Source: an optimization exercise on an open RTL-to-GDS flow (aim: small area, a short achievable clock period and few clock cycles). Production flows keep margins and buffers that such runs may drop. In this exercise RTL edits were held to simulation tests only and were not proved equivalent to the original. Power figures rest on the tool's default switching activity, not on a simulated workload.

[flow/flow/run.sh]
#!/bin/bash
# Own layout flow: the standard synthesis and layout, with
# - the timing repair asked to keep a setup margin, so that paths end up
#   well below the 13 ns clock period the layout is constrained and signed
#   off at;
# - the port buffers made of the smallest buffer (timing repair resizes the
#   ones on critical paths);
# - clock tree synthesis without dummy load cells.
set -euo pipefail
bash standard.sh synth > synth.log 2>&1
bash standard.sh finish SETUP_SLACK_MARGIN=9.35 \
    "BUFFER_PORTS_ARGS=-buffer_cell sky130_fd_sc_hd__buf_1" \
    "CTS_ARGS=-sink_clustering_enable -repair_clock_nets -buf_list sky130_fd_sc_hd__clkbuf_8 -sink_clustering_size 14 -sink_clustering_max_diameter 50 -dont_use_dummy_load" \
    > layout.log 2>&1
[flow/standard.sh]
#!/bin/bash
# synth_recipe.tcl (not shown) runs the flow's synth.tcl, then flattens the netlist and writes it again
# the make line also repeats each setting of config.mk as NAME=value (left out here)
make -C /OpenROAD-flow-scripts/flow DESIGN_CONFIG=/design/flow/config.mk WORK_HOME=/design/flow/orfs CLKGATE_MAP_FILE= SYNTH_SCRIPT=/design/flow/synth_recipe.tcl "${@:-finish}"
[flow/config.mk]
export PLATFORM = sky130hd
export DESIGN_NAME = canopy_fec_tx
export DESIGN_NICKNAME = canopy_fec_tx
export VERILOG_FILES = /design/flow/design.v
export SDC_FILE = /design/flow/constraint.sdc
export NUM_CORES = 4
export LEC_CHECK = 0
export ABC_CLOCK_PERIOD_IN_PS = 4000
export CAP_MARGIN = 20
export CORE_MARGIN = 2
export CORE_UTILIZATION = 55
export CTS_BUF_LIST = sky130_fd_sc_hd__clkbuf_8
export CTS_CLUSTER_DIAMETER = 50
export CTS_CLUSTER_SIZE = 14
export SLEW_MARGIN = 20
[flow/constraint.sdc]
create_clock -name core_clock -period 13.0 [get_ports {clk}]
set_input_delay 2.6000 -clock core_clock [delete_from_list [all_inputs] [get_ports {clk}]]
set_output_delay 2.6000 -clock core_clock [all_outputs]
set_load 0.01 [all_outputs]
[flow/design.v]
module canopy_fec_tx (
    input  wire        clk,
    input  wire        rst,         
    input  wire        start,
    input  wire [30:0] seed,
    input  wire        in_valid,
    output wire        in_ready,
    input  wire [9:0]  in_sym,
    output reg         out_valid,
    input  wire        out_ready,
    output reg  [13:0] out_trits,
    output reg         out_first    
);
    function [159:0] rs_prod(input [9:0] f);
        reg [75:0] x;
        begin
            x[0] = f[0];
            x[1] = f[1];
            x[2] = f[2];
            x[3] = f[3];
            x[4] = f[4];
            x[5] = f[5];
            x[6] = f[6];
            x[7] = f[7];
            x[8] = f[8];
            x[9] = f[9];
            x[10] = x[3] ^ x[7];
            x[11] = x[5] ^ x[9];
            x[12] = x[2] ^ x[6];
            x[13] = x[4] ^ x[8];
            x[14] = x[0] ^ x[1];
            x[15] = x[9] ^ x[10];
            x[16] = x[1] ^ x[11];
            x[17] = x[8] ^ x[12];
            x[18] = x[13] ^ x[14];
            x[19] = x[0] ^ x[13];
            x[20] = x[4] ^ x[12];
            x[21] = x[3] ^ x[5];
            x[22] = x[4] ^ x[6];
            x[23] = x[3] ^ x[11];
            x[24] = x[5] ^ x[7];
            x[25] = x[5] ^ x[10];
            x[26] = x[2] ^ x[4];
            x[27] = x[7] ^ x[14];
            x[28] = x[10] ^ x[11];
            x[29] = x[2] ^ x[13];
            x[30] = x[12] ^ x[13];
            x[31] = x[6] ^ x[18];
            x[32] = x[6] ^ x[8];
            x[33] = x[0] ^ x[20];
            x[34] = x[11] ^ x[27];
            x[35] = x[2] ^ x[8];
            x[36] = x[1] ^ x[17];
            x[37] = x[1] ^ x[20];
            x[38] = x[2] ^ x[19];
            x[39] = x[7] ^ x[16];
            x[40] = x[10] ^ x[16];
            x[41] = x[3] ^ x[9];
            x[42] = x[7] ^ x[9];
            x[43] = x[0] ^ x[12];
            x[44] = x[0] ^ x[22];
            x[45] = x[12] ^ x[15];
            x[46] = x[0] ^ x[6];
            x[47] = x[10] ^ x[14];
            x[48] = x[14] ^ x[21];
            x[49] = x[1] ^ x[15];
            x[50] = x[1] ^ x[25];
            x[51] = x[3] ^ x[16];
            x[52] = x[14] ^ x[23];
            x[53] = x[0] ^ x[2];
            x[54] = x[0] ^ x[21];
            x[55] = x[0] ^ x[35];
            x[56] = x[1] ^ x[21];
            x[57] = x[1] ^ x[22];
            x[58] = x[1] ^ x[24];
            x[59] = x[11] ^ x[12];
            x[60] = x[0] ^ x[17];
            x[61] = x[1] ^ x[29];
            x[62] = x[3] ^ x[18];
            x[63] = x[6] ^ x[19];
            x[64] = x[14] ^ x[15];
            x[65] = x[15] ^ x[44];
            x[66] = x[16] ^ x[17];
            x[67] = x[17] ^ x[21];
            x[68] = x[18] ^ x[24];
            x[69] = x[32] ^ x[54];
            x[70] = x[3] ^ x[31];
            x[71] = x[10] ^ x[36];
            x[72] = x[11] ^ x[33];
            x[73] = x[13] ^ x[51];
            x[74] = x[15] ^ x[38];
            x[75] = x[26] ^ x[39];
            rs_prod[0] = x[30] ^ x[39];
            rs_prod[1] = x[17] ^ x[28];
            rs_prod[2] = x[6] ^ x[13] ^ x[15];
            rs_prod[3] = x[12] ^ x[14];
            rs_prod[4] = x[2] ^ x[47];
            rs_prod[5] = x[2] ^ x[62];
            rs_prod[6] = x[26] ^ x[52];
            rs_prod[7] = x[21] ^ x[37];
            rs_prod[8] = x[25] ^ x[33];
            rs_prod[9] = x[25] ^ x[31];
            rs_prod[10] = x[41] ^ x[61];
            rs_prod[11] = x[26] ^ x[23];
            rs_prod[12] = x[21] ^ x[22];
            rs_prod[13] = x[17] ^ x[40];
            rs_prod[14] = x[15] ^ x[30];
            rs_prod[15] = x[13] ^ x[28];
            rs_prod[16] = x[11] ^ x[63];
            rs_prod[17] = x[6] ^ x[34];
            rs_prod[18] = x[17] ^ x[27];
            rs_prod[19] = x[35] ^ x[64];
            rs_prod[20] = x[13] ^ x[40];
            rs_prod[21] = x[19] ^ x[59];
            rs_prod[22] = x[6] ^ x[40];
            rs_prod[23] = x[12] ^ x[52];
            rs_prod[24] = x[10] ^ x[37];
            rs_prod[25] = x[25] ^ x[38];
            rs_prod[26] = x[23] ^ x[31];
            rs_prod[27] = x[20] ^ x[34];
            rs_prod[28] = x[25] ^ x[36];
            rs_prod[29] = x[19] ^ x[45];
            rs_prod[30] = x[74];
            rs_prod[31] = x[73];
            rs_prod[32] = x[72];
            rs_prod[33] = x[18] ^ x[59];
            rs_prod[34] = x[12] ^ x[40];
            rs_prod[35] = x[10] ^ x[30];
            rs_prod[36] = x[19] ^ x[28];
            rs_prod[37] = x[11] ^ x[31];
            rs_prod[38] = x[12] ^ x[34];
            rs_prod[39] = x[71];
            rs_prod[40] = x[9] ^ x[31];
            rs_prod[41] = x[2] ^ x[34];
            rs_prod[42] = x[3] ^ x[36];
            rs_prod[43] = x[71];
            rs_prod[44] = x[74];
            rs_prod[45] = x[73];
            rs_prod[46] = x[72];
            rs_prod[47] = x[6] ^ x[50];
            rs_prod[48] = x[7] ^ x[30];
            rs_prod[49] = x[0] ^ x[8] ^ x[28];
            rs_prod[50] = x[22] ^ x[15];
            rs_prod[51] = x[24] ^ x[19];
            rs_prod[52] = x[32] ^ x[16];
            rs_prod[53] = x[0] ^ x[3] ^ x[26];
            rs_prod[54] = x[4] ^ x[48];
            rs_prod[55] = x[5] ^ x[37];
            rs_prod[56] = x[43] ^ x[25];
            rs_prod[57] = x[10] ^ x[31];
            rs_prod[58] = x[29] ^ x[39];
            rs_prod[59] = x[17] ^ x[23];
            rs_prod[60] = x[68];
            rs_prod[61] = x[66];
            rs_prod[62] = x[45];
            rs_prod[63] = x[48];
            rs_prod[64] = x[37];
            rs_prod[65] = x[53] ^ x[25];
            rs_prod[66] = x[70];
            rs_prod[67] = x[75];
            rs_prod[68] = x[67];
            rs_prod[69] = x[65];
            rs_prod[70] = x[10] ^ x[13];
            rs_prod[71] = x[11] ^ x[13];
            rs_prod[72] = x[11] ^ x[46];
            rs_prod[73] = x[70];
            rs_prod[74] = x[75];
            rs_prod[75] = x[67];
            rs_prod[76] = x[65];
            rs_prod[77] = x[68];
            rs_prod[78] = x[66];
            rs_prod[79] = x[45];
            rs_prod[80] = x[42] ^ x[46];
            rs_prod[81] = x[8] ^ x[27];
            rs_prod[82] = x[1] ^ x[9] ^ x[35];
            rs_prod[83] = x[10] ^ x[43];
            rs_prod[84] = x[10] ^ x[18];
            rs_prod[85] = x[16] ^ x[29];
            rs_prod[86] = x[12] ^ x[23];
            rs_prod[87] = x[22] ^ x[10];
            rs_prod[88] = x[24] ^ x[13];
            rs_prod[89] = x[32] ^ x[11];
            rs_prod[90] = x[13] ^ x[50];
            rs_prod[91] = x[11] ^ x[30];
            rs_prod[92] = x[6] ^ x[28];
            rs_prod[93] = x[6] ^ x[48];
            rs_prod[94] = x[7] ^ x[37];
            rs_prod[95] = x[55] ^ x[25];
            rs_prod[96] = x[41] ^ x[31];
            rs_prod[97] = x[26] ^ x[34];
            rs_prod[98] = x[21] ^ x[36];
            rs_prod[99] = x[15] ^ x[33];
            rs_prod[100] = x[14] ^ x[26] ^ x[28];
            rs_prod[101] = x[56] ^ x[30];
            rs_prod[102] = x[28] ^ x[33];
            rs_prod[103] = x[9] ^ x[60];
            rs_prod[104] = x[49];
            rs_prod[105] = x[38];
            rs_prod[106] = x[52];
            rs_prod[107] = x[14] ^ x[20];
            rs_prod[108] = x[2] ^ x[14] ^ x[25];
            rs_prod[109] = x[12] ^ x[62];
            rs_prod[110] = x[8] ^ x[49];
            rs_prod[111] = x[9] ^ x[38];
            rs_prod[112] = x[51];
            rs_prod[113] = x[18] ^ x[45];
            rs_prod[114] = x[29] ^ x[40];
            rs_prod[115] = x[23] ^ x[30];
            rs_prod[116] = x[22] ^ x[28];
            rs_prod[117] = x[24] ^ x[63];
            rs_prod[118] = x[32] ^ x[39];
            rs_prod[119] = x[42] ^ x[60];
            rs_prod[120] = x[3] ^ x[57];
            rs_prod[121] = x[24] ^ x[26];
            rs_prod[122] = x[69];
            rs_prod[123] = x[15];
            rs_prod[124] = x[19];
            rs_prod[125] = x[16];
            rs_prod[126] = x[43];
            rs_prod[127] = x[47];
            rs_prod[128] = x[61];
            rs_prod[129] = x[53] ^ x[23];
            rs_prod[130] = x[4] ^ x[50];
            rs_prod[131] = x[5] ^ x[30];
            rs_prod[132] = x[46] ^ x[28];
            rs_prod[133] = x[69];
            rs_prod[134] = x[42] ^ x[57];
            rs_prod[135] = x[24] ^ x[55];
            rs_prod[136] = x[32] ^ x[41] ^ x[14];
            rs_prod[137] = x[9] ^ x[26] ^ x[27];
            rs_prod[138] = x[35] ^ x[56];
            rs_prod[139] = x[41] ^ x[33];
            rs_prod[140] = x[16];
            rs_prod[141] = x[43];
            rs_prod[142] = x[47];
            rs_prod[143] = x[11] ^ x[29];
            rs_prod[144] = x[6] ^ x[23];
            rs_prod[145] = x[7] ^ x[44];
            rs_prod[146] = x[8] ^ x[58];
            rs_prod[147] = x[9] ^ x[17];
            rs_prod[148] = x[15];
            rs_prod[149] = x[19];
            rs_prod[150] = x[32] ^ x[58];
            rs_prod[151] = x[42] ^ x[17];
            rs_prod[152] = x[8] ^ x[15];
            rs_prod[153] = x[22] ^ x[34];
            rs_prod[154] = x[14] ^ x[24] ^ x[17];
            rs_prod[155] = x[17] ^ x[64];
            rs_prod[156] = x[29] ^ x[49];
            rs_prod[157] = x[23] ^ x[29];
            rs_prod[158] = x[22] ^ x[23];
            rs_prod[159] = x[24] ^ x[44];
        end
    endfunction
    function [13:0] b3_hi(input [4:0] x);
        begin
            b3_hi[0] = (x == 5'd1) |
                (x == 5'd4) |
                (x == 5'd7) |
                (x == 5'd10) |
                (x == 5'd13) |
                (x == 5'd16) |
                (x == 5'd19) |
                (x == 5'd22) |
                (x == 5'd25) |
                (x == 5'd28) |
                (x == 5'd31);
            b3_hi[1] = (x == 5'd2) |
                (x == 5'd5) |
                (x == 5'd8) |
                (x == 5'd11) |
                (x == 5'd14) |
                (x == 5'd17) |
                (x == 5'd20) |
                (x == 5'd23) |
                (x == 5'd26) |
                (x == 5'd29);
            b3_hi[2] = (x == 5'd3) |
                (x == 5'd4) |
                (x == 5'd5) |
                (x == 5'd12) |
                (x == 5'd13) |
                (x == 5'd14) |
                (x == 5'd21) |
                (x == 5'd22) |
                (x == 5'd23) |
                (x == 5'd30) |
                (x == 5'd31);
            b3_hi[3] = (x == 5'd6) |
                (x == 5'd7) |
                (x == 5'd8) |
                (x == 5'd15) |
                (x == 5'd16) |
                (x == 5'd17) |
                (x == 5'd24) |
                (x == 5'd25) |
                (x == 5'd26);
            b3_hi[4] = (x == 5'd1) |
                (x == 5'd4) |
                (x == 5'd7) |
                (x == 5'd9) |
                (x == 5'd12) |
                (x == 5'd15) |
                (x == 5'd20) |
                (x == 5'd23) |
                (x == 5'd26) |
                (x == 5'd28) |
                (x == 5'd31);
            b3_hi[5] = (x == 5'd2) |
                (x == 5'd5) |
                (x == 5'd8) |
                (x == 5'd10) |
                (x == 5'd13) |
                (x == 5'd16) |
                (x == 5'd18) |
                (x == 5'd21) |
                (x == 5'd24) |
                (x == 5'd29);
            b3_hi[6] = (x == 5'd2) |
                (x == 5'd3) |
                (x == 5'd7) |
                (x == 5'd12) |
                (x == 5'd16) |
                (x == 5'd17) |
                (x == 5'd21) |
                (x == 5'd22) |
                (x == 5'd26) |
                (x == 5'd27) |
                (x == 5'd31);
            b3_hi[7] = (x == 5'd1) |
                (x == 5'd5) |
                (x == 5'd6) |
                (x == 5'd10) |
                (x == 5'd11) |
                (x == 5'd15) |
                (x == 5'd20) |
                (x == 5'd24) |
                (x == 5'd25) |
                (x == 5'd29) |
                (x == 5'd30);
            b3_hi[8] = (x == 5'd2) |
                (x == 5'd6) |
                (x == 5'd9) |
                (x == 5'd10) |
                (x == 5'd13) |
                (x == 5'd17) |
                (x == 5'd21) |
                (x == 5'd25) |
                (x == 5'd28) |
                (x == 5'd29);
            b3_hi[9] = (x == 5'd3) |
                (x == 5'd7) |
                (x == 5'd11) |
                (x == 5'd14) |
                (x == 5'd15) |
                (x == 5'd18) |
                (x == 5'd22) |
                (x == 5'd26) |
                (x == 5'd30);
            b3_hi[10] = (x == 5'd4) |
                (x == 5'd5) |
                (x == 5'd6) |
                (x == 5'd7) |
                (x == 5'd16) |
                (x == 5'd17) |
                (x == 5'd18) |
                (x == 5'd27) |
                (x == 5'd28) |
                (x == 5'd29) |
                (x == 5'd30);
            b3_hi[11] = (x == 5'd8) |
                (x == 5'd9) |
                (x == 5'd10) |
                (x == 5'd11) |
                (x == 5'd19) |
                (x == 5'd20) |
                (x == 5'd21) |
                (x == 5'd22) |
                (x == 5'd31);
            b3_hi[12] = (x == 5'd12) |
                (x == 5'd13) |
                (x == 5'd14) |
                (x == 5'd15) |
                (x == 5'd16) |
                (x == 5'd17) |
                (x == 5'd18) |
                (x == 5'd19) |
                (x == 5'd20) |
                (x == 5'd21) |
                (x == 5'd22);
            b3_hi[13] = (x == 5'd23) |
                (x == 5'd24) |
                (x == 5'd25) |
                (x == 5'd26) |
                (x == 5'd27) |
                (x == 5'd28) |
                (x == 5'd29) |
                (x == 5'd30) |
                (x == 5'd31);
        end
    endfunction
    function [7:0] b3_lo(input [5:0] x);
        begin
            b3_lo[0] = (x == 6'd1) |
                (x == 6'd4) |
                (x == 6'd7) |
                (x == 6'd10) |
                (x == 6'd13) |
                (x == 6'd16) |
                (x == 6'd19) |
                (x == 6'd22) |
                (x == 6'd25) |
                (x == 6'd28) |
                (x == 6'd31) |
                (x == 6'd34) |
                (x == 6'd37) |
                (x == 6'd40) |
                (x == 6'd43) |
                (x == 6'd46) |
                (x == 6'd49) |
                (x == 6'd52) |
                (x == 6'd55) |
                (x == 6'd58) |
                (x == 6'd61);
            b3_lo[1] = (x == 6'd2) |
                (x == 6'd5) |
                (x == 6'd8) |
                (x == 6'd11) |
                (x == 6'd14) |
                (x == 6'd17) |
                (x == 6'd20) |
                (x == 6'd23) |
                (x == 6'd26) |
                (x == 6'd29) |
                (x == 6'd32) |
                (x == 6'd35) |
                (x == 6'd38) |
                (x == 6'd41) |
                (x == 6'd44) |
                (x == 6'd47) |
                (x == 6'd50) |
                (x == 6'd53) |
                (x == 6'd56) |
                (x == 6'd59) |
                (x == 6'd62);
            b3_lo[2] = (x == 6'd3) |
                (x == 6'd4) |
                (x == 6'd5) |
                (x == 6'd12) |
                (x == 6'd13) |
                (x == 6'd14) |
                (x == 6'd21) |
                (x == 6'd22) |
                (x == 6'd23) |
                (x == 6'd30) |
                (x == 6'd31) |
                (x == 6'd32) |
                (x == 6'd39) |
                (x == 6'd40) |
                (x == 6'd41) |
                (x == 6'd48) |
                (x == 6'd49) |
                (x == 6'd50) |
                (x == 6'd57) |
                (x == 6'd58) |
                (x == 6'd59);
            b3_lo[3] = (x == 6'd6) |
                (x == 6'd7) |
                (x == 6'd8) |
                (x == 6'd15) |
                (x == 6'd16) |
                (x == 6'd17) |
                (x == 6'd24) |
                (x == 6'd25) |
                (x == 6'd26) |
                (x == 6'd33) |
                (x == 6'd34) |
                (x == 6'd35) |
                (x == 6'd42) |
                (x == 6'd43) |
                (x == 6'd44) |
                (x == 6'd51) |
                (x == 6'd52) |
                (x == 6'd53) |
                (x == 6'd60) |
                (x == 6'd61) |
                (x == 6'd62);
            b3_lo[4] = (x == 6'd9) |
                (x == 6'd10) |
                (x == 6'd11) |
                (x == 6'd12) |
                (x == 6'd13) |
                (x == 6'd14) |
                (x == 6'd15) |
                (x == 6'd16) |
                (x == 6'd17) |
                (x == 6'd36) |
                (x == 6'd37) |
                (x == 6'd38) |
                (x == 6'd39) |
                (x == 6'd40) |
                (x == 6'd41) |
                (x == 6'd42) |
                (x == 6'd43) |
                (x == 6'd44) |
                (x == 6'd63);
            b3_lo[5] = (x == 6'd18) |
                (x == 6'd19) |
                (x == 6'd20) |
                (x == 6'd21) |
                (x == 6'd22) |
                (x == 6'd23) |
                (x == 6'd24) |
                (x == 6'd25) |
                (x == 6'd26) |
                (x == 6'd45) |
                (x == 6'd46) |
                (x == 6'd47) |
                (x == 6'd48) |
                (x == 6'd49) |
                (x == 6'd50) |
                (x == 6'd51) |
                (x == 6'd52) |
                (x == 6'd53);
            b3_lo[6] = (x == 6'd27) |
                (x == 6'd28) |
                (x == 6'd29) |
                (x == 6'd30) |
                (x == 6'd31) |
                (x == 6'd32) |
                (x == 6'd33) |
                (x == 6'd34) |
                (x == 6'd35) |
                (x == 6'd36) |
                (x == 6'd37) |
                (x == 6'd38) |
                (x == 6'd39) |
                (x == 6'd40) |
                (x == 6'd41) |
                (x == 6'd42) |
                (x == 6'd43) |
                (x == 6'd44) |
                (x == 6'd45) |
                (x == 6'd46) |
                (x == 6'd47) |
                (x == 6'd48) |
                (x == 6'd49) |
                (x == 6'd50) |
                (x == 6'd51) |
                (x == 6'd52) |
                (x == 6'd53);
            b3_lo[7] = (x == 6'd54) |
                (x == 6'd55) |
                (x == 6'd56) |
                (x == 6'd57) |
                (x == 6'd58) |
                (x == 6'd59) |
                (x == 6'd60) |
                (x == 6'd61) |
                (x == 6'd62) |
                (x == 6'd63);
        end
    endfunction
    function [3:0] dig_add(input [3:0] x);
        begin
            dig_add[0] = (x == 4'd1) |
                (x == 4'd4) |
                (x == 4'd10);
            dig_add[1] = (x == 4'd2) |
                (x == 4'd5) |
                (x == 4'd8);
            dig_add[2] = (x == 4'd6) |
                (x == 4'd9) |
                (x == 4'd10);
            dig_add[3] = (x == 4'd2) |
                (x == 4'd5) |
                (x == 4'd8);
        end
    endfunction
    function [13:0] to_trits(input [10:0] v);
        reg [13:0] a;
        reg [7:0]  b;
        reg [13:0] u;
        reg [6:0]  g, p, c;
        integer k;
        begin
            a = b3_hi(v[10:6]);
            b = b3_lo(v[5:0]);
            for (k = 0; k < 4; k = k + 1)
                {p[k], g[k], u[2*k +: 2]} = dig_add({b[2*k +: 2], a[2*k +: 2]});
            for (k = 4; k < 7; k = k + 1) begin
                u[2*k +: 2] = a[2*k +: 2];
                g[k] = 1'b0;
                p[k] = a[2*k+1];
            end
            c[0] = 1'b0;
            c[1] = g[0];
            c[2] = g[1] | (p[1] & g[0]);
            c[3] = g[2] | (p[2] & g[1]) | (p[2] & p[1] & g[0]);
            c[4] = g[3] | (p[3] & g[2]) | (p[3] & p[2] & g[1]) | (p[3] & p[2] & p[1] & g[0]);
            c[5] = p[4] & c[4];
            c[6] = p[5] & p[4] & c[4];
            for (k = 0; k < 7; k = k + 1)
                to_trits[2*k +: 2] = c[k] ? {u[2*k], ~u[2*k+1] & ~u[2*k]} : u[2*k +: 2];
        end
    endfunction
    reg        in_ready_r;
    reg  [9:0] sym_q;           
    reg        v_q;
    reg  [9:0] ccnt;            
    reg        flush;           
    reg        sof;             
    reg  [3:0] cwi;             
    reg        fpend;           
    reg  [9:0] par [0:15];
    reg [30:0] scr;
    reg [19:0] gw;              
    reg        emp, hi;
    reg  [3:0] ph;              
    reg [10:0] e_q;             
    reg        e_v, e_first;
    assign in_ready = in_ready_r;
    wire clr       = rst | start;
    wire acc       = in_valid & in_ready_r;    
    wire room      = emp | ~hi;            
    wire hold      = v_q & ~room;
    wire push_d    = v_q & room;
    wire par_phase = (ccnt[9:4] == 6'b100001) & ~v_q;
    wire push_p    = par_phase & (flush | room);
    wire push_w    = push_d | (push_p & ~flush);
    wire wrap      = push_p & (ccnt[3:0] == 4'hf);
    wire [9:0]   fb     = v_q ? (sym_q ^ par[15]) : 10'd0;
    wire [9:0]   cw_sym = v_q ? sym_q : par[15];
    wire [159:0] prod   = rs_prod(fb);
    reg  [9:0] key;
    integer b;
    always @(*)
        for (b = 0; b < 10; b = b + 1)
            key[9-b] = scr[30-b] ^ scr[27-b];
    wire [9:0] s = cw_sym ^ key;
    wire [19:0] win = room ? {gw[9:0], s} : gw;
    wire [10:0] grp = win[ph +: 11];
    wire        have = push_w ? ~emp : hi;   
    wire adv_out = ~out_valid | out_ready;
    wire adv_e   = ~e_v | adv_out;
    wire pop     = adv_e & have;
    wire borrow  = (ph == 4'd0);
    wire hi_next = pop ? (push_w & hi & ~borrow) : (push_w ? ~emp : hi);
    wire emp_next = pop ? (borrow & ~(push_w & hi)) : (emp & ~push_w);
    wire [9:0] ccnt_b     = wrap ? 10'd0 : ccnt + {9'd0, push_p};
    wire [9:0] ccnt_b1    = ccnt_b + 10'd1;
    wire       lt0        = (ccnt_b < 10'd528);
    wire       lt1        = (ccnt_b < 10'd527);
    wire       last0      = (ccnt_b == 10'd543);
    wire       flush_next = flush & ~wrap;
    wire       room_np    = push_w ? emp : room;    
    wire       r00 = (lt0 & (~hold | room_np)) | (last0 & (flush_next | room_np));
    wire       r01 = lt0 | last0;                    
    wire       r10 = lt1 & room_np;
    wire       r11 = lt1;
    wire       ready_next = pop ? (acc ? r11 : r01) : (acc ? r10 : r00);
    always @(posedge clk) begin
        if (!hold)
            sym_q <= in_sym;
        if (push_d | push_p) begin
            par[0] <= prod[9:0];
            for (b = 1; b < 16; b = b + 1)
                par[b] <= par[b-1] ^ prod[10*b +: 10];
        end
        if (push_w)
            gw <= {gw[9:0], s};
        if (start)
            scr <= seed;
        else if (push_w)
            scr <= {scr[20:0], key};
    end
    always @(posedge clk) begin
        if (clr) begin
            in_ready_r <= 1'b0;
            v_q        <= 1'b0;
            ccnt       <= 10'd528;
            flush      <= 1'b1;
            sof        <= 1'b1;
            cwi        <= 4'd0;
            fpend      <= 1'b0;
            emp        <= 1'b1;
            hi         <= 1'b0;
            ph         <= 4'd9;
        end else begin
            in_ready_r <= ready_next;
            v_q        <= acc | hold;
            ccnt       <= acc ? ccnt_b1 : ccnt_b;
            flush      <= flush_next;
            if (push_d)
                sof <= 1'b0;
            else if (wrap)
                sof <= 1'b1;
            if (wrap & ~flush)
                cwi <= (cwi == 4'd10) ? 4'd0 : cwi + 4'd1;
            if (push_d & sof & (cwi == 4'd0))
                fpend <= 1'b1;
            else if (pop)
                fpend <= 1'b0;
            emp        <= emp_next;
            hi         <= hi_next;
            if (pop)
                ph <= (ph == 4'd0) ? 4'd9 : ph - 4'd1;
        end
    end
    wire [13:0] trits = to_trits(e_q);
    always @(posedge clk) begin
        if (clr) begin
            e_v       <= 1'b0;
            out_valid <= 1'b0;
        end else begin
            if (adv_e) begin
                e_v     <= have;
                e_q     <= grp;
                e_first <= fpend;
            end
            if (adv_out) begin
                out_valid <= e_v;
                out_trits <= trits;
                out_first <= e_first;
            end
        end
    end
endmodule
==> summary.txt, run 1 <==
Status
  – Outcome: no timing/DRC/antenna violations

Yosys
  – Main area contributors after synthesis: edfxtp_1, xnor2_1, xor2_1
  – Cells after synthesis: 1,301
  – Main synth FF type: edfxtp_1
  – Synth cell count leaders: edfxtp_1, xnor2_1, xor2_1, nand2_1, nor2_1
  – Mapped cell area: 15,500 µm²
  – Number of synthesized flops with an enable pin: 248
  – Asr flop ratio synth: 0
  – Seq/Total Area, Yosys: 0.5155
  – Syn nets: 1,350
  – Top-area cell type share of the netlist area: 0.4806
  – Register bit total from synthesis: approximately 280
  – Count leader, synth: edfxtp_1
  – Syn Area/Cell: between 10 and 15 µm²
  – Synth warnings: 2
  – Netlist cell types: 84
  – Largest area contributor in the netlist: edfxtp_1

Global routing
  – Overflow after GRT: 0
  – Initial antenna violation count: 0
  – Vias in the first global route: about 9.6k
  – Largest net degree at the start of global routing: between 50 and 60
  – GRT Resource Usage Total: 0.2413
  – Global-route wire length before repair: ~54,000 µm

Final layout
  – Final std cells w/o fill: around 1.8k
  – Storage element area: ~8000 µm²
  – Multi-input logic area: ~7400 µm²
  – Fill cell total of the finished layout: about 2.3k
  – Final Core Density: 0.6199
  – Number of antenna repair diodes: 0
  – Share of cells above drive strength 1: 0.1523
  – P&R area growth vs syn: 11.13%
  – Layout Nets: ~1.5k
  – Post-route cell area: between 15,000 and 20,000 µm²

Routing
  – Initial drt markers: slightly above 800
  – DRC: 0
  – Post-route ant nets: 0
  – Routed WL per cell: ~20 µm
  – Vias per Instance: around 5.6
  – Total wire length: 35,370 µm
  – Pre-antenna DRT Iters: 5
  – DR vias: roughly 10k

Setup path
  – CP endpoint kind: output pin
  – CP Class: reg2out
  – Slowest stage delay, CP: 400 ps
  – Crit-path max FO: 1
  – Worst reg2reg path depth: 13
  – CP top delay family: flip-flops
  – Crit Reg-Reg Endpoint: out_trits[8]$_DFFE_PP_
  – Data required, critical path: ~10,000 ps
  – Critical Path Sink: out_trits[8]
  – Worst Path Buf+Inv: 1
  – Critical R2R Launch: e_q[5]$_DFFE_PP_
  – Crit path launch type: flip-flop
  – Worst Setup SP: out_trits[8]$_DFFE_PP_
  – Crit-path slowest cell: edfxtp_1
  – Critical Path AT: between 1000 and 1500 ps
  – Crit path cell chain: clkbuf_2
  – Cell depth of the worst setup path: 1
  – FF-to-FF setup slack: 9480 ps

Placed design
  – Placed Area: 16,120 µm²
  – HPWL after DPL: 23,160 µm
  – Gpl congestion: 0.8258
  – IO Port Bufs: 62
  – Placed Cells: roughly 1.7k

Die
  – IO Count: 63
  – Initial Utilization: 0.5578
  – Core area: about 28,000 µm²
  – Num rows: between 60 and 70
  – Die height: 171.9 µm
  – Die area: 29,530 µm²
  – Die width: between 150 and 200 µm

Pwr
  – Peak VDD IR: 0.08274 mV
  – Lkg Pwr: roughly 6.7 nW
  – PnR Total Power: 1.608 mW
  – P per Cell Area: about 93 nW/µm²

Timing
  – Clk_skew: 63.29 ps
  – Slew HR: 0.3863
  – Final Cycle Share: 0.2860
  – Setup violators final: 0
  – Fmax achieved: 268.9 MHz
  – Final min period: 3718 ps
  – Worst Tran Pin Value: a little over 900 ps
  – Fin Setup TNS: 0 ps
  – RSZ-0062 raised after global routing: yes
  – Final hold violation count: 0
  – Max-slew violations: 0

Min path
  – Hold crit path type: reg2reg

Clock tree
  – CTS clock-pin slew for the worst setup and hold paths: roughly 90 ps
  – Hold buffers post-CTS: 0
  – CTS Buffer Depth: 3
  – Worst-skew pair later-pin latency: slightly above 600 ps
  – CTS buffer count: 31
  – CTS H-Tree Depth: 1
  – Clk root buf: clkbuf_8
  – CTS Sinks: ~280
  – CTS tree: done

Run
  – Max_cap viols: 0
layer usage:
| layer | global-route usage | wire length [µm] | up-vias |
|---|---|---|---|
| met1 | 0.3249 | 15630 | 4966 |
| met5 | 0 | 0 | - |
| met2 | 0.4224 | 17700 | 193 |
| li1 | - | - | 4786 |
| met3 | 0.02426 | 1233 | 48 |
| met4 | 0.05846 | 806 | 0 |
cells in the final DEF, fill, tap and decap left out, drive strengths merged, types with 3 or more instances in the layout:
cell | synthesis | layout
a221oi | 7 | 7
o22ai | 5 | 5
a32o | 3 | 3
mux2 | 37 | 37
edfxtp | 248 | 248
and2 | 14 | 14
nand2 | 96 | 96
nor3b | 5 | 5
o21ai | 33 | 33
clkbuf | 37 | 48
nand2b | 17 | 18
ha | 3 | 3
a21oi | 39 | 39
a21o | 7 | 7
o211a | 3 | 3
o211ai | 8 | 8
xor2 | 155 | 155
nor3 | 14 | 14
or2 | 6 | 6
a211o | 4 | 4
nand4 | 9 | 9
nor2 | 86 | 86
nand3b | 7 | 7
inv | 9 | 9
buf | 24 | 123
mux2i | 53 | 53
a31oi | 6 | 6
mux4 | 6 | 6
o221ai | 4 | 4
o21bai | 3 | 3
dfxtp | 27 | 27
nor4 | 7 | 7
nand3 | 6 | 6
o31ai | 3 | 3
o22a | 4 | 4
a211oi | 4 | 4
xnor2 | 244 | 244
nor2b | 19 | 19
through the flow:
stage	setup WS, ps	hold slack (ps)
6_report	9282	395.3
5_1_grt	9236	415.4
4_1_cts	9249	404.2
3_5_place_dp	8528	413.5
3_3_place_gp	8547	413.7
2_1_floorplan	9253	400.3
worst min path at each step:
stage / slack, ps / end / from / cells past startpoint
floorplan: 400 / out_first$_DFFE_PP_ / e_first$_DFFE_PP_ / 0
global placement: 410 / out_first$_DFFE_PP_ / e_first$_DFFE_PP_ / 0
detailed placement: 410 / out_first$_DFFE_PP_ / e_first$_DFFE_PP_ / 0
CTS: 400 / out_first$_DFFE_PP_ / e_first$_DFFE_PP_ / 0
global route: 420 / out_first$_DFFE_PP_ / e_first$_DFFE_PP_ / 0
finish: 400 / out_first$_DFFE_PP_ / e_first$_DFFE_PP_ / 0
cell type report:
type	instances	share of cell area
multi-input combinational	956	0.4301
timing repair buffer	140	0.05137
tap	378	0.02746
sequential	275	0.4641
clock buffer	31	0.02477
inverter	10	0.002180
cells by family (layout without fill, tap and decap cells):
kind of cell	count (synthesis)	after routing	share of synthesized area
compound gates	155	155	0.07202
xor+xnor	399	399	0.2260
fa+ha+maj	4	4	0.003069
buf+inv	71	181	0.01986
flops	275	275	0.5155
mux	96	96	0.06984
simple gates	301	302	0.09374
sequential cells by signal, summed over array words and instances (netlist names), 4 cells and up:
name,cells
cwi,4
par,160
e_q,11
ccnt,10
out_trits,14
ph,4
gw,20
scr,31
sym_q,10
timing repair:
action | in CTS | in global routing
resized for setup | 13 | 41
pin swaps | 2 | 9
cloned | 1 | 0
endpoints found under the hold margin | 0 | 0
buffers inserted | 39 | 20
endpoints found under the setup margin | 116 | 112
where the power goes:
part           switching, mW  internal, mW
combinational         0.0724        0.0594
sequential           0.00807         0.971
clock                  0.288         0.210
total                  0.368          1.24
Testbench counts, summed over its fixed seeds: cycles 52,368.
==> run 2, diff against run 1 <==
--- a/flow/design.v
+++ b/flow/design.v
@@ -631,4 +631,4 @@
     wire wrap      = push_p & (ccnt[3:0] == 4'hf);
-    wire [9:0]   fb     = v_q ? (sym_q ^ par[15]) : 10'd0;
     wire [9:0]   cw_sym = v_q ? sym_q : par[15];
+    wire [9:0]   fb     = cw_sym ^ par[15];     
     wire [159:0] prod   = rs_prod(fb);
--- a/flow/flow/run.sh
+++ b/flow/flow/run.sh
@@ -10,3 +10,3 @@
 bash standard.sh synth > synth.log 2>&1
-bash standard.sh finish SETUP_SLACK_MARGIN=9.35 \
+bash standard.sh finish SETUP_SLACK_MARGIN=9.3 \
     "BUFFER_PORTS_ARGS=-buffer_cell sky130_fd_sc_hd__buf_1" \
==> run 2 against run 1 <==
Largest power group unchanged. Wire length is 2.3% lower. Clock skew grew 0.96 ps. Fmax is 1.8% higher. Setup slack gained 67 ps. Worst hold slack better by 33 ps. First-iteration DRC count decreased by 16%. Highest routed layer unchanged. Clock-buffer cell count is 3 higher.
==> summary.txt, run 2 <==
Yosys
  – Synth Area in XOR/XNOR: 0.2265 (+0.0005130)
  – Main area contributors after synthesis: edfxtp_1, xnor2_1, xor2_1
  – Simple-gate area share of the yosys netlist: 0.09081 (-0.002928)
  – Post-synthesis compound-gate area fraction: 0.07473 (+0.002704)
  – Synth cell count leaders: xnor2_1, edfxtp_1, xor2_1, nand2_1, nor2_1
  – Main combinational cell family by area after synthesis: XOR/XNOR gates
  – Synth Area in Adders: 0.003137 (+0.00006884)
  – Largest area contributor in the netlist: edfxtp_1
  – Mapped cell area: 15,550 µm² (+0.38%)
  – Synth warnings: 2 (unchanged)
  – Cells after synthesis: 1,285 (-1.2%)
  – Mux share of post-synthesis cell area: 0.07022 (+0.0003795)
  – Count leader, synth: xnor2_1
  – Netlist cell types: 77 (-8.3%)
  – Number of synthesized flops with an enable pin: 248 (unchanged)
  – Asr flop ratio synth: 0 (unchanged)
  – Syn nets: 1,334 (-1.2%)
  – Syn Area/Cell: 12.10 µm² (+1.6%)
  – Seq/Total Area, Yosys: 0.5135 (-0.001949)
  – Register bit total from synthesis: 275 (unchanged)
  – Top-area cell type share of the netlist area: 0.4788 (-0.001817)
  – Main synth FF type: edfxtp_1

Routing
  – Post-route ant nets: 0 (unchanged)
  – DR vias: 9,830 (-1.6%)
  – Total wire length: 34,560 µm (-2.3%)
  – Vias per Instance: 5.598 (+0.27%)
  – Routed WL per cell: 19.68 µm (-0.40%)
  – DRC: 0 (unchanged)
  – Pre-antenna DRT Iters: 5 (unchanged)
  – Initial drt markers: 683 (-16%)

Timing
  – Worst Tran Pin Value: 1001 ps (+86.57 ps)
  – Final Cycle Share: 0.2809 (-0.005162)
  – Fin Setup TNS: 0 ps (unchanged)
  – Fmax achieved: 273.9 MHz (+1.8%)
  – Final Worst Setup Slack: 9349 ps (+67.11 ps)
  – Setup violators final: 0 (unchanged)
  – RSZ-0062 raised after global routing: yes
  – Max-slew violations: 0 (unchanged)
  – Final hold violation count: 0 (unchanged)
  – Clk_skew: 64.25 ps (+0.9590 ps)
  – Slew HR: 0.3307 (-0.05560)
  – Final min period: 3651 ps (-67.11 ps)

Global routing
  – Overflow after GRT: 0 (unchanged)
  – Vias in the first global route: 9,499 (-1.0%)
  – GRT Resource Usage Total: 0.2391 (-0.002202)
  – Global-route wire length before repair: 53,730 µm (-0.38%)
  – Initial antenna violation count: 0 (unchanged)
  – Largest net degree at the start of global routing: 68 (+17%)

Pwr
  – Lkg Pwr: 6.494 nW (-2.7%)
  – P per Cell Area: 94.94 nW/µm² (+1.7%)
  – Pint: 1.256 mW (+1.3%)
  – Clock network fraction of design power: 0.322 (+0.013)
  – Reg power frac: 0.605 (-0.004)
  – Peak VDD IR: 0.08176 mV (-1.2%)
  – Sw Ratio: 0.2242 (-0.004832)
  – Comb power frac: 0.074 (-0.008)
  – Net Switching: 0.3629 mW (-1.5%)
  – PnR Total Power: 1.619 mW (+0.66%)

Placed design
  – HPWL after DPL: 23,110 µm (-0.24%)
  – IO Port Bufs: 62 (unchanged)
  – Gpl congestion: 0.8091 (-2.0%)
  – DP Worst Slack: 8574 ps (+46.86 ps)

Setup path
  – FF-to-FF setup slack: 9460 ps (-20 ps)
  – CP Class: reg2out
  – Crit-path slowest cell: edfxtp_1
  – CP endpoint kind: output pin
  – Crit-path max FO: 1 (unchanged)
  – Worst Path Buf+Inv: 1 (unchanged)
  – Crit path cell chain: clkbuf_2
  – Critical Path AT: 1050 ps (-70 ps)
  – Crit path launch type: flip-flop
  – Slowest stage delay, CP: 400 ps (about the same)
  – CP top delay family: flip-flops
  – Data required, critical path: 10,400 ps (about the same)

Final layout
  – Most frequent cells in the layout: xnor2_1, edfxtp_1, xor2_1
  – Max FFs per register: 160 (unchanged)
  – Share of cells above drive strength 1: 0.1350 (-0.01729)
  – Number of antenna repair diodes: 0 (unchanged)
  – P&R area growth vs syn: 9.612%
  – Most common cell after layout, fill and taps aside: xnor2_1
  – Biggest regs: par (160), scr (31), gw (20)
  – Layout Nets: 1,429 (-2.3%)
  – Fill cell total of the finished layout: 2,333 (+2.1%)
  – Biggest register: par

Die
  – Die width: 172.2 µm (+0.18%)
  – Die height: 172.2 µm (+0.18%)
  – Die area: 29,640 µm² (+0.37%)
  – Num rows: 61 (unchanged)
  – Initial Utilization: 0.5599 (+0.002117)
  – IO Count: 63 (unchanged)
  – Core area: 27,780 µm² (unchanged)

Clock tree
  – CTS H-Tree Depth: 2 (+1)
  – Worst-skew pair later-pin latency: 540 ps (-80 ps)
  – CTS clock-pin slew for the worst setup and hold paths: 70 ps (-20 ps)
  – CTS Buffer Depth: 3 (unchanged)
  – Clk root buf: clkbuf_8
  – CTS buffer count: 34 (+9.7%)
  – CTS Sinks: 275 (unchanged)
  – CTS tree: done

Run
  – Max_cap viols: 0 (unchanged)

Status
  – Outcome: no timing/DRC/antenna violations

Min path
  – Hold crit path type: reg2reg
[run 2: worst reg2reg max path: cells and delay by family (launching register included)]
kind | cells | cell delay [ps]
compound gates | 7 | 1850
buf+inv | 1 | 200
flops | 1 | 360
simple gates | 3 | 860
[run 2: worst paths after layout]
path                             endpoint  depth (start not counted)               startpoint
hold / removal        out_first$_DFFE_PP_                          0        e_first$_DFFE_PP_
setup reg to reg  out_trits[10]$_DFFE_PP_                         11         e_q[4]$_DFFE_PP_
setup / recovery            out_trits[11]                          1  out_trits[11]$_DFFE_PP_
hold reg to reg       out_first$_DFFE_PP_                          0        e_first$_DFFE_PP_
[run 2: logic make-up after synthesis]
family / Yosys count
AO/OA/AOI/OAI: 157
XOR/XNOR: 398
adder cells (fa/ha/maj): 4
buffers and inverters: 73
flip-flops: 275
multiplexers: 97
AND/OR/NAND/NOR: 281
[run 2: cell type report]
class | instances | area, µm² | area share
multi-input combinational | 937 | 7366 | 0.4320
timing repair buffer | 122 | 713.2 | 0.04183
sequential | 275 | 7989 | 0.4686
tap | 378 | 473.0 | 0.02774
inverter | 10 | 41.29 | 0.002422
clock buffer | 34 | 467.9 | 0.02745
[run 2: power by group through the flow]
stage | logic, mW | registers [mW] | clock network, mW
after floorplan | 0.0860 | 0.996 | 0
after global placement | 0.105 | 1.00 | 0
after detailed placement | 0.107 | 1.00 | 0
after CTS | 0.113 | 0.981 | 0.534
after global routing | 0.132 | 0.980 | 0.560
final | 0.119 | 0.979 | 0.520
[run 2: per-stage QoR]
stage          hold WS (ps)  utilization  area (µm²)  instances
2_1_floorplan         400.3            -       15620       1285
3_3_place_gp          415.2       0.5835       16210       1685
3_5_place_dp          414.3       0.5835       16210       1685
4_1_cts               432.1       0.6050       16810       1733
5_1_grt               454.2       0.6137       17050       1756
6_report              428.6       0.6137       17050       1756
[run 2: timing repair]
item / CTS / global route
hold buffers: 0 / 0
setup endpoints to repair: 36 / 32
resized for setup: 5 / 9
pin swaps: 0 / 1
buffers inserted: 14 / 23
[run 2: layer usage]
layer  routed length [µm]  up-vias  part of all wire  global-route usage
met5                    0        -                 0                   0
met4                  651        0             0.019             0.05115
met3                 1039       49             0.030             0.02747
met2                16730      174              0.48              0.4046
met1                16130     4864              0.47              0.3343
li1                     -     4743                 -                   -
Testbench counts of run 2, summed over its fixed seeds: cycles 52,368.
==> run 3, diff against run 2 <==
--- a/flow/design.v
+++ b/flow/design.v
@@ -631,4 +631,4 @@
     wire wrap      = push_p & (ccnt[3:0] == 4'hf);
+    wire [9:0]   fb     = v_q ? (sym_q ^ par[15]) : 10'd0;
     wire [9:0]   cw_sym = v_q ? sym_q : par[15];
-    wire [9:0]   fb     = cw_sym ^ par[15];     
     wire [159:0] prod   = rs_prod(fb);
--- a/flow/flow/run.sh
+++ b/flow/flow/run.sh
@@ -12,3 +12,3 @@
     "BUFFER_PORTS_ARGS=-buffer_cell sky130_fd_sc_hd__buf_1" \
-    "CTS_ARGS=-sink_clustering_enable -repair_clock_nets -buf_list sky130_fd_sc_hd__clkbuf_8 -sink_clustering_size 14 -sink_clustering_max_diameter 50 -dont_use_dummy_load" \
+    "CTS_ARGS=-sink_clustering_enable -repair_clock_nets -buf_list sky130_fd_sc_hd__clkbuf_16 -sink_clustering_size 30 -sink_clustering_max_diameter 100 -dont_use_dummy_load" \
     > layout.log 2>&1
--- a/flow/config.mk
+++ b/flow/config.mk
@@ -11,5 +11,5 @@
 export CORE_UTILIZATION = 55
-export CTS_BUF_LIST = sky130_fd_sc_hd__clkbuf_8
-export CTS_CLUSTER_DIAMETER = 50
-export CTS_CLUSTER_SIZE = 14
+export CTS_BUF_LIST = sky130_fd_sc_hd__clkbuf_16
+export CTS_CLUSTER_DIAMETER = 100
+export CTS_CLUSTER_SIZE = 30
 export SLEW_MARGIN = 20
==> run 3 against run 2 <==
Design area down 0.27%. Clock power down about 10%. Sequential share of layout area is 0.13 points higher. Critical path depth unchanged. Non-clock buffer count grew 13. Flip-flop and latch count is the same. Combinational power up 8%. First-iteration DRC count is 2.2% lower. Final cell count grew 0.63%. Via count shrank 0.33%. Critical endpoint is now out_trits[8].
==> summary.txt, run 3 <==
Status
  – Outcome: no timing/DRC/antenna violations

Yosys
  – Top-area cell type share of the netlist area: 0.4806 (+0.001817)
  – Synth Area in Adders: 0.003068 (-0.00006884)
  – Synth cell count leaders: edfxtp_1, xnor2_1, xor2_1, nand2_1, nor2_1
  – Post-synthesis compound-gate area fraction: 0.07202 (-0.002704)
  – Count leader, synth: edfxtp_1
  – Largest area contributor in the netlist: edfxtp_1
  – Simple-gate area share of the yosys netlist: 0.09374 (+0.002928)
  – Cells after synthesis: 1,301 (+1.2%)
  – Synth Area in XOR/XNOR: 0.2260 (-0.0005130)
  – Main synth FF type: edfxtp_1
  – Syn Area/Cell: 11.91 µm² (-1.6%)
  – Synth warnings: 2 (unchanged)
  – Main combinational cell family by area after synthesis: XOR/XNOR gates
  – Mapped cell area: 15,500 µm² (-0.38%)
  – Mux share of post-synthesis cell area: 0.06984 (-0.0003795)
  – Syn nets: 1,350 (+1.2%)
  – Register bit total from synthesis: 275 (unchanged)
  – Main area contributors after synthesis: edfxtp_1, xnor2_1, xor2_1
  – Number of synthesized flops with an enable pin: 248 (unchanged)
  – Asr flop ratio synth: 0 (unchanged)
  – Netlist cell types: 84 (+9.1%)
  – Seq/Total Area, Yosys: 0.5155 (+0.001949)

Setup path
  – Crit path launch type: flip-flop
  – Critical R2R Launch: e_q[9]$_DFFE_PP_
  – Data required, critical path: 10,400 ps (about the same)
  – Crit-path max FO: 1 (unchanged)
  – CP top delay family: flip-flops
  – CP Class: reg2out
  – Worst Setup SP: out_trits[8]$_DFFE_PP_
  – Worst Path Buf+Inv: 1 (unchanged)
  – CP endpoint kind: output pin
  – Slowest stage delay, CP: 440 ps (+40 ps)
  – Critical Path AT: 1080 ps (+30 ps)
  – Crit path cell chain: clkbuf_2
  – Crit-path slowest cell: edfxtp_1
  – FF-to-FF setup slack: 9440 ps (-20 ps)

Timing
  – Final hold violation count: 0 (unchanged)
  – Fmax achieved: 272.0 MHz (-0.69%)
  – RSZ-0062 raised after global routing: yes
  – Slew HR: 0.3203 (-0.01046)
  – Final Cycle Share: 0.2828 (+0.001948)
  – Fin Setup TNS: 0 ps (unchanged)
  – Worst Tran Pin Value: 1017 ps (+16.62 ps)
  – Setup violators final: 0 (unchanged)
  – Clk_skew: 61.57 ps (-2.681 ps)
  – Final min period: 3677 ps (+25.32 ps)
  – Hold_ws: 425.8 ps (-2.840 ps)
  – Max-slew violations: 0 (unchanged)

Die
  – Initial Utilization: 0.5578 (-0.002117)
  – Die height: 171.9 µm (-0.18%)
  – Die width: 171.9 µm (-0.18%)
  – Num rows: 61 (unchanged)
  – Die area: 29,530 µm² (-0.37%)
  – Core area: 27,780 µm² (unchanged)
  – IO Count: 63 (unchanged)

Placed design
  – Placed Area: 16,120 µm² (-0.54%)
  – HPWL after DPL: 23,250 µm (+0.60%)
  – IO Port Bufs: 62 (unchanged)
  – Gpl congestion: 0.8231 (+1.7%)

Final layout
  – Fill cell total of the finished layout: 2,324 (-0.39%)
  – P&R area growth vs syn: 9.729%
  – Number of antenna repair diodes: 0 (unchanged)
  – Max FFs per register: 160 (unchanged)
  – Most frequent cells in the layout: edfxtp_1, xnor2_1, xor2_1
  – Share of cells above drive strength 1: 0.1202 (-0.01475)
  – Biggest regs: par (160), scr (31), gw (20)
  – Post-route cell area: 17,000 µm² (-0.27%)
  – Layout Nets: 1,440 (+0.77%)
  – Final Core Density: 0.6121 (-0.001666)
  – Biggest register: par
  – Most common cell after layout, fill and taps aside: edfxtp_1

Clock tree
  – CTS H-Tree Depth: 1 (-1)
  – CTS clock-pin slew for the worst setup and hold paths: 110 ps (+40 ps)
  – CTS tree: done
  – Clk root buf: clkbuf_16
  – CTS Buffer Depth: 3 (unchanged)
  – CTS Sinks: 275 (unchanged)
  – CTS buffer count: 14 (-59%)
  – Worst-skew pair later-pin latency: 490 ps (-50 ps)

Routing
  – Initial drt markers: 668 (-2.2%)
  – Top sig layer: met5
  – Routed WL per cell: 19.70 µm (about the same)
  – WL met1: 15,730 µm (-2.5%)
  – Post-route ant nets: 0 (unchanged)
  – Pre-antenna DRT Iters: 8 (+3)
  – Total wire length: 34,810 µm (+0.72%)
  – Met2 wire len: 17,320 µm (+3.5%)
  – Met3 WL: 1017 µm (-2.1%)
  – DR vias: 9,798 (-0.33%)
  – DRC: 0 (unchanged)
  – Vias per Instance: 5.545 (-0.95%)

Pwr
  – Pint: 1.223 mW (-2.6%)
  – Net Switching: 0.3520 mW (-3.0%)
  – Lkg Pwr: 6.531 nW (+0.57%)
  – Comb power frac: 0.082 (+0.008)
  – Clock network fraction of design power: 0.297 (-0.025)
  – P per Cell Area: 92.63 nW/µm² (-2.4%)
  – Sw Ratio: 0.2235 (-0.0006937)
  – Reg power frac: 0.621 (+0.016)
  – PnR Total Power: 1.575 mW (-2.7%)
  – Peak VDD IR: 0.1029 mV (+26%)

Global routing
  – Largest net degree at the start of global routing: 63 (-7.4%)
  – Global-route wire length before repair: 53,270 µm (-0.85%)
  – Overflow after GRT: 0 (unchanged)
  – GRT Resource Usage Total: 0.2373 (-0.001854)
  – Vias in the first global route: 9,582 (+0.87%)
  – Initial antenna violation count: 1 (+1)

Run
  – Max_cap viols: 0 (unchanged)

Min path
  – Hold path start: e_first$_DFFE_PP_
  – Hold crit path type: reg2reg
==> run 3: cell count changes in the layout (fill, tap and decap cells not counted), moves of 11 or more <==
| cell | before | now |
|---|---|---|
| xor2_1 | 125 | 153 |
| clkbuf_16 | 0 | 14 |
| xnor2_1 | 260 | 244 |
| clkbuf_8 | 34 | 0 |
| nor2_1 | 73 | 84 |
| buf_4 | 58 | 69 |
| nand2_1 | 74 | 95 |
==> run 3: power groups by stage <==
stage / logic [mW] / clock network [mW] / registers (mW)
after CTS: 0.120 / 0.481 / 0.979
after detailed placement: 0.109 / 0 / 1.00
after floorplan: 0.0863 / 0 / 0.997
final: 0.129 / 0.468 / 0.978
after global routing: 0.141 / 0.504 / 0.980
after global placement: 0.107 / 0 / 1.00
==> run 3: kinds of logic after synthesis <==
logic type | after synthesis
xor gates and xnor gates | 399
and+or+nand+nor | 301
DFF | 275
AOI/OAI and AO/OA | 155
muxes | 96
buffers and inverters | 71
adders and majority gates | 4
==> run 3: final timing paths <==
kind	cells after the start	endpoint
worst max-delay path	1	out_trits[8]
worst min-delay path	0	out_first$_DFFE_PP_
worst max register to register	13	out_trits[8]$_DFFE_PP_
worst min register to register	0	out_first$_DFFE_PP_
==> run 3: metrics by stage <==
| stage | worst slack [ps] | instances |
|---|---|---|
| global placement | 8553 | 1699 |
| detailed placement | 8518 | 1699 |
| global route | 9275 | 1767 |
| floorplan | 9253 | 1301 |
| finish | 9323 | 1767 |
| CTS | 9302 | 1749 |
==> run 3: layout make-up <==
class,instances,area [µm²],share of cell area
sequential,275,7989,0.4698
multi-input combinational,955,7341,0.4317
timing repair buffer,135,813.3,0.04783
tap,378,473.0,0.02781
clock buffer,14,350.3,0.02060
inverter,10,37.54,0.002208
==> run 3: worst register-to-register path, stage by stage (launching register included) <==
cell      delay [ps]
edfxtp_1         520
buf_4            210
nor2b_1          150
a32o_1           290
a221oi_2         290
o41a_1           410
a21oi_4          100
o21ai_0          350
a221oi_4          50
buf_6            150
a21oi_2          230
nand2_4          120
or4_1            410
o211ai_1         120
==> run 3: layer usage <==
layer / vias to the layer above / global-route usage
li1: 4758 / -
met1: 4827 / 0.3244
met2: 170 / 0.4135
met3: 41 / 0.02312
met4: 2 / 0.05005
met5: - / 0
==> run 3: what timing repair did <==
item,4_1_cts,5_1_grt
hold endpoints to repair,0,0
buffers inserted,36,17
pin swaps,3,4
hold buffers,0,0
gates resized for setup,5,14
setup endpoints to repair,45,21
cloned,0,0
Testbench counts of run 3, summed over its fixed seeds: cycles 52,368.
==> run 4, diff against run 3 <==
--- a/flow/flow/run.sh
+++ b/flow/flow/run.sh
@@ -10,5 +10,5 @@
 bash standard.sh synth > synth.log 2>&1
-bash standard.sh finish SETUP_SLACK_MARGIN=9.3 \
+bash standard.sh finish SETUP_SLACK_MARGIN=9.4 \
     "BUFFER_PORTS_ARGS=-buffer_cell sky130_fd_sc_hd__buf_1" \
-    "CTS_ARGS=-sink_clustering_enable -repair_clock_nets -buf_list sky130_fd_sc_hd__clkbuf_16 -sink_clustering_size 30 -sink_clustering_max_diameter 100 -dont_use_dummy_load" \
+    "CTS_ARGS=-sink_clustering_enable -repair_clock_nets -buf_list sky130_fd_sc_hd__clkbuf_16 -sink_clustering_size 20 -sink_clustering_max_diameter 60 -dont_use_dummy_load" \
     > layout.log 2>&1
--- a/flow/config.mk
+++ b/flow/config.mk
@@ -12,4 +12,4 @@
 export CTS_BUF_LIST = sky130_fd_sc_hd__clkbuf_16
-export CTS_CLUSTER_DIAMETER = 100
-export CTS_CLUSTER_SIZE = 30
+export CTS_CLUSTER_DIAMETER = 60
+export CTS_CLUSTER_SIZE = 20
 export SLEW_MARGIN = 20
==> run 4 against run 3 <==
Still clean. Utilization increased by 1.8 points. Synthesized cell count unchanged. Worst hold slack improved by 1.1 ps. Global-route usage increased by 0.68 points. Die area unchanged. Clock power increased by about 40%. Non-clock buffer count increased by 9. Total power increased by 12%. Synthesized area unchanged. Combinational power increased by 3%.
==> summary.txt, run 4 <==
Global routing
  – Largest net degree at the start of global routing: 58 (-7.9%)
  – Overflow after GRT: 0 (unchanged)
  – GRT Resource Usage Total: 0.2440 (+0.006768)
  – Initial antenna violation count: 0 (-1)
  – Global-route wire length before repair: 54,540 µm (+2.4%)
  – Vias in the first global route: 9,686 (+1.1%)

Yosys
  – Netlist cell types: 84 (unchanged)
  – Top-area cell type share of the netlist area: 0.4806 (unchanged)
  – Register bit total from synthesis: 275 (unchanged)
  – Simple-gate area share of the yosys netlist: 0.09374 (unchanged)
  – Seq/Total Area, Yosys: 0.5155 (unchanged)
  – Syn Area/Cell: 11.91 µm² (unchanged)
  – Count leader, synth: edfxtp_1
  – Synth warnings: 2 (unchanged)
  – Post-synthesis compound-gate area fraction: 0.07202 (unchanged)
  – Cells after synthesis: 1,301 (unchanged)
  – Synth cell count leaders: edfxtp_1, xnor2_1, xor2_1, nand2_1, nor2_1
  – Syn nets: 1,350 (unchanged)
  – Mux share of post-synthesis cell area: 0.06984 (unchanged)
  – Mapped cell area: 15,500 µm² (unchanged)
  – Synth Area in XOR/XNOR: 0.2260 (unchanged)
  – Largest area contributor in the netlist: edfxtp_1
  – Asr flop ratio synth: 0 (unchanged)
  – Main combinational cell family by area after synthesis: XOR/XNOR gates
  – Main synth FF type: edfxtp_1
  – Number of synthesized flops with an enable pin: 248 (unchanged)
  – Main area contributors after synthesis: edfxtp_1, xnor2_1, xor2_1
  – Synth Area in Adders: 0.003068 (unchanged)

Final layout
  – Share of cells above drive strength 1: 0.1545 (+0.03427)
  – P&R area growth vs syn: 13.02%
  – Biggest register: par
  – Layout Nets: 1,462 (+1.5%)
  – Most frequent cells in the layout: edfxtp_1, xnor2_1, xor2_1
  – Most common cell after layout, fill and taps aside: edfxtp_1
  – Biggest regs: par (160), scr (31), gw (20)
  – Number of antenna repair diodes: 0 (unchanged)
  – Max FFs per register: 160 (unchanged)

Min path
  – Hold crit path type: reg2reg
  – Hold path start: e_first$_DFFE_PP_
  – Hold depth: 0 (unchanged)
  – Hold Path End: out_first$_DFFE_PP_

Setup path
  – CP top delay family: flip-flops
  – Worst Path Buf+Inv: 1 (unchanged)
  – Crit-path max FO: 1 (unchanged)
  – Worst Setup SP: out_trits[8]$_DFFE_PP_
  – Crit-path slowest cell: edfxtp_1
  – Worst reg2reg path depth: 14 (+1)
  – Data required, critical path: 10,400 ps (about the same)
  – CP endpoint kind: output pin
  – Crit path launch type: flip-flop
  – CP Class: reg2out
  – Crit path cell chain: clkbuf_2
  – Critical Path AT: 1110 ps (+30 ps)
  – Slowest stage delay, CP: 410 ps (-30 ps)
  – Critical R2R Launch: e_q[1]$_DFFE_PP_
  – Crit Reg-Reg Endpoint: out_trits[12]$_DFFE_PP_
  – FF-to-FF setup slack: 9480 ps (+40 ps)

Routing
  – Routed WL per cell: 19.94 µm (+1.2%)
  – DRC: 0 (unchanged)
  – Initial drt markers: 742 (+11%)
  – Post-route ant nets: 0 (unchanged)
  – Total wire length: 35,670 µm (+2.5%)
  – Pre-antenna DRT Iters: 5 (-3)
  – DR vias: 10.03k (+2.4%)
  – Vias per Instance: 5.608 (+1.1%)

Clock tree
  – CTS Buffer Depth: 3 (unchanged)
  – CTS clock-pin slew for the worst setup and hold paths: 70 ps (-40 ps)
  – Worst-skew pair later-pin latency: 550 ps (+60 ps)
  – Clk root buf: clkbuf_16
  – CTS Sinks: 275 (unchanged)
  – CTS buffer count: 26 (+12)
  – CTS tree: done
  – Hold buffers post-CTS: 0 (unchanged)
  – CTS H-Tree Depth: 1 (unchanged)

Timing
  – Final Worst Setup Slack: 9292 ps (-31.26 ps)
  – Final min period: 3708 ps (+31.26 ps)
  – Final Cycle Share: 0.2852 (+0.002405)
  – Fmax achieved: 269.7 MHz (-0.84%)
  – Setup violators final: 0 (unchanged)
  – Max-slew violations: 0 (unchanged)
  – Clk_skew: 44.06 ps (-17.51 ps)
  – RSZ-0062 raised after global routing: yes
  – Slew HR: 0.3911 (+0.07082)
  – Final hold violation count: 0 (unchanged)
  – Fin Setup TNS: 0 ps (unchanged)
  – Worst Tran Pin Value: 912.1 ps (-105.0 ps)

Die
  – Core area: 27,780 µm² (unchanged)
  – Die area: 29,530 µm² (unchanged)
  – Initial Utilization: 0.5578 (unchanged)
  – IO Count: 63 (unchanged)
  – Num rows: 61 (unchanged)
  – Die height: 171.9 µm (unchanged)
  – Die width: 171.9 µm (unchanged)

Pwr
  – Lkg Pwr: 6.806 nW (+4.2%)
  – P per Cell Area: 100.9 nW/µm² (+8.9%)
  – Peak VDD IR: 0.1075 mV (+4.4%)

Placed design
  – IO Port Bufs: 62 (unchanged)
  – Gpl congestion: 0.8258 (+0.33%)
  – HPWL after DPL: 23,160 µm (-0.36%)
  – DP Worst Slack: 8528 ps (+9.600 ps)

Run
  – Max_cap viols: 0 (unchanged)

Status
  – Outcome: no timing/DRC/antenna violations
==> run 4: cell counts after synthesis <==
No cell type changed its count.
==> run 4: area by class of cell <==
class / count / area, µm²
Fill cell: 2246 / 10270
Multi-Input combinational cell: 956 / 7441
Tap cell: 378 / 473.0
Timing Repair Buffer: 144 / 918.4
Sequential cell: 275 / 7993
Clock buffer: 26 / 650.6
Inverter: 10 / 37.54
==> run 4: power breakdown <==
group	switching [mW]	internal, mW
clock network	0.305	0.349
logic	0.0730	0.0603
registers	0.00795	0.971
==> run 4: worst max-delay path by stage <==
stage                              end  slack, ps  cells after the start
6_report                  out_trits[8]       9290                      1
5_1_grt                   out_trits[8]       9280                      1
4_1_cts                   out_trits[8]       9290                      1
3_5_place_dp   out_trits[11]$_DFFE_PP_       8530                      3
3_3_place_gp    out_trits[8]$_DFFE_PP_       8550                      3
2_1_floorplan       ccnt[9]$_SDFF_PP1_       9250                      7
==> run 4: cell families after synthesis <==
kind of cell | after synthesis
AND/OR/NAND/NOR | 301
AO/OA/AOI/OAI | 155
multiplexers | 96
flip-flops | 275
adder cells (fa/ha/maj) | 4
buffers and inverters | 71
XOR/XNOR | 399
==> run 4: metal layers <==
metal	wire (µm)	track usage	vias to the layer above
met1	15720	0.3281	4974
li1	-	-	4798
met2	17960	0.4302	217
met5	0	0	-
met3	1349	0.02518	44
met4	634	0.05261	0
==> run 4: repair_timing <==
item | 4_1_cts | 5_1_grt
pin swaps | 3 | 12
setup buffers | 45 | 18
endpoints found under the setup margin | 135 | 96
gates resized for setup | 16 | 46
gates cloned | 1 | 0
==> run 4: through the flow <==
step / hold WS (ps) / std cells / util / cell area [µm²] / power, mW
3_3_place_gp: 413.7 / 1699 / 0.5803 / 16120 / 1.109
3_5_place_dp: 413.5 / 1699 / 0.5803 / 16120 / 1.112
6_report: 426.8 / 1789 / 0.6304 / 17510 / 1.767
5_1_grt: 448.2 / 1789 / 0.6304 / 17510 / 1.823
2_1_floorplan: 400.3 / 1301 / - / 15580 / 1.083
4_1_cts: 431.5 / 1771 / 0.6193 / 17210 / 1.771

==> what the ideal ports hide <==
The flow's constraints put no driver on any port. The routed layouts listed below were extracted and timed again, unchanged, in two steps.
Step 1 (the two cells are an assumption about what drives the block):
set clk [get_ports {clk}]
set_driving_cell -lib_cell sky130_fd_sc_hd__clkbuf_16 $clk
set_driving_cell -lib_cell sky130_fd_sc_hd__buf_2 [delete_from_list [all_inputs] $clk]
Step 2 moves the port delays by t, midway between the first and last clock arrival at a register: inputs arrive t later, outputs are due t later. That takes back most of the time a late clock gives input paths.
a / b / c = no drivers / after step 1 / after step 2; a / b = the first two.
run	t, ns	setup slack, ns	clock arrival spread, ns
run 1	0.626	9.282 / 9.235 / 8.956	0.082 / 0.082
run 2	0.561	9.349 / 9.299 / 8.891	0.066 / 0.066
run 3	0.519	9.323 / 9.273 / 8.951	0.076 / 0.076
run 4	0.577	9.292 / 9.241 / 8.979	0.044 / 0.044
After both steps every run listed still meets setup and hold. For run 2, which loses most, drivers alone change the setup slack by -0.050 ns; drivers and shift together by -0.458 ns.
